Source: an optimization exercise on an open RTL-to-GDS flow (aim: small area). Production flows keep margins and buffers that such runs may drop.
Function was checked by simulation only, so behaviour that the tests miss may differ from the original.
No activity file was given, so power comes from the tool's default toggle rates.

Design fs_comp, start of the top module:
module fs_comp (
    input  wire        clk,
    input  wire        rst,
    input  wire        start,
    input  wire        restart,
    input  wire [15:0] d_hold,
    input  wire [15:0] s,
    input  wire [15:0] p,
    input  wire [1:0]  form,
    input  wire [5:0]  eb,
    input  wire [5:0]  ea,
    input  wire [23:0] mb0,
    input  wire [23:0] mb1,
    input  wire [23:0] mb2,
    input  wire [23:0] mb3,
    input  wire [23:0] ma1,
    input  wire [23:0] ma2,
    input  wire [23:0] ma3,
    input  wire [15:0] drv_lo,
    input  wire [15:0] drv_hi,
    input  wire [15:0] fe_lim,
    input  wire [15:0] fe_time,
    output wire        ready,
    output reg         done,
    output wire [15:0] d,
    output wire [31:0] v,
    output reg         sat,
    output reg         fe_over,
    output reg         fe_fault,
    output reg  [15:0] fe_timer,
    output reg  [31:0] sat_cnt
);
    localparam [2:0] S_CLR = 3'd0, S_IDLE = 3'd1, S_AF = 3'd2, S_PARK = 3'd3,
                     S_BF = 3'd4, S_COMB = 3'd5, S_INT = 3'd6, S_INS = 3'd7;
    reg [2:0] state;
    reg [2:0] slot;
    reg [6:0] cnt;
    reg signed [6:0] ja, jb;
    reg [27:0] A;
    reg [31:0] vk;
    reg [16:0] e1, e2, e3;
    reg [31:0] v1, v2, v3;
    reg bor, rc, lt, gt, ovf, below;
    reg ld;                      
    reg ekq;                     
    reg [4:0] ph;
    reg iw;                      
    wire insa = (state == S_INS) && !iw;
    reg gtf, gef;                
    reg scc, scall, scfull;      
    reg tc, tall, tfull, tge;    
    assign ready = (state == S_IDLE);
    assign v     = v1;
    assign d     = {~A[27], A[26:12]};
    wire three = (form == 2'd2);
    wire signed [6:0] nb = 7'sd38 - $signed({1'b0, eb});
    wire signed [6:0] na = 7'sd46 - $signed({1'b0, ea});
    wire nb_pos = (eb < 6'd38);
    wire na_pos = (ea < 6'd46);
    wire signed [6:0] ja_i = ja + 7'sd1;
    wire signed [6:0] jb_i = jb + 7'sd1;
    wire ja_end = (ja_i == na);
    wire jb_end = (jb_i == nb);
    wire inB = (jb[6:5] == 2'b00) && (!jb[4] || jb[3:0] == 4'd0);
  ...
clock: 15.0 ns
lec_check: 0
cap_margin: 20
core_margin: 2
core_utilization: 72
cts_buf_list: sky130_fd_sc_hd__clkbuf_8
cts_cluster_diameter: 70
cts_cluster_size: 16
place_density: 0.85
slew_margin: 20
standard.sh (not shown) runs the stock make flow with config.mk's settings and CLKGATE_MAP_FILE= SYNTH_SCRIPT=/design/flow/synth_recipe.tcl, a recipe that flattens the netlist after the stock synthesis.
==> flow/flow/run.sh <==
#!/bin/bash
# Standard ORFS layout, but with the port buffers made from the smallest
# buffer cell instead of the default choice.
set -euo pipefail
bash standard.sh "BUFFER_PORTS_ARGS=-buffer_cell sky130_fd_sc_hd__buf_1" finish > orfs_make.log 2>&1
The baseline produced a clean layout.
==> next run, changes <==
==> flow/flow/run.sh (replaced) <==
#!/bin/bash
# Standard ORFS layout, with the port buffers made from the smallest buffer
# cell and ORFS's power recovery (downsizing off-critical cells) enabled.
set -euo pipefail
bash standard.sh "BUFFER_PORTS_ARGS=-buffer_cell sky130_fd_sc_hd__buf_1" RECOVER_POWER=100 finish > orfs_make.log 2>&1
CORE_UTILIZATION = 60   (was 72)
PLACE_DENSITY = 0.75   (was 0.85)
With this change the flow reached the layout checks and failed them: max-capacitance violations, max-slew violations. Cell area barely changes. Sequential share of layout area is about the same. Count of clock-buffer cells in the layout is unchanged. Synthesized cell count does not change.
==> next run, changes <==
==> flow/flow/run.sh (replaced) <==
#!/bin/bash
# Standard ORFS layout, but with the port buffers made from the smallest
# buffer cell instead of the default choice.
set -euo pipefail
bash standard.sh "BUFFER_PORTS_ARGS=-buffer_cell sky130_fd_sc_hd__buf_1" finish > orfs_make.log 2>&1
Outcome:
- This time the run passed the timing, design-rule and antenna checks
- critical path depth does not change
- clock power barely changes
- final area is higher slightly
- synthesized cell count is unchanged
- first-iteration DRC count decreases slightly
- wire length is about the same
- core utilization grows by 0.33 points
- fmax is about the same
- power hardly moves
- hold slack hardly moves

separate check: timing with driven ports:
How much do the figures lean on ideal ports? The routed layouts below were timed once more, with nothing changed but the port constraints.
Step 1: set_driving_cell puts a clkbuf_16 on clk and a buf_2 on each other input, an assumption about the parent block.
Step 2, shift: input delay + t, output delay - t, t = (earliest + latest rising clock arrival at the registers) / 2. This alone moves slack from input paths to output paths.
Slacks: no drivers / after step 1 / after step 2; pairs: no drivers / after step 1.
run | t, ns | setup slack, ns | hold slack, ns | worst register clock-pin slew, ns | worst data-port slew with drivers (ns)
the first run | 0.598 | 2.115 / 2.115 / 1.806 | 0.355 / 0.355 / 0.355 | 0.11 / 0.11 | 0.07
the second run | 0.595 | 2.303 / 2.303 / 1.883 | 0.353 / 0.353 / 0.353 | 0.11 / 0.11 | 0.07
the third run | 0.592 | 2.328 / 2.328 / 1.947 | 0.352 / 0.352 / 0.352 | 0.10 / 0.10 | 0.07
For the second run, which loses most, drivers alone change the setup slack by 0.000 ns; drivers and shift together by -0.420 ns.
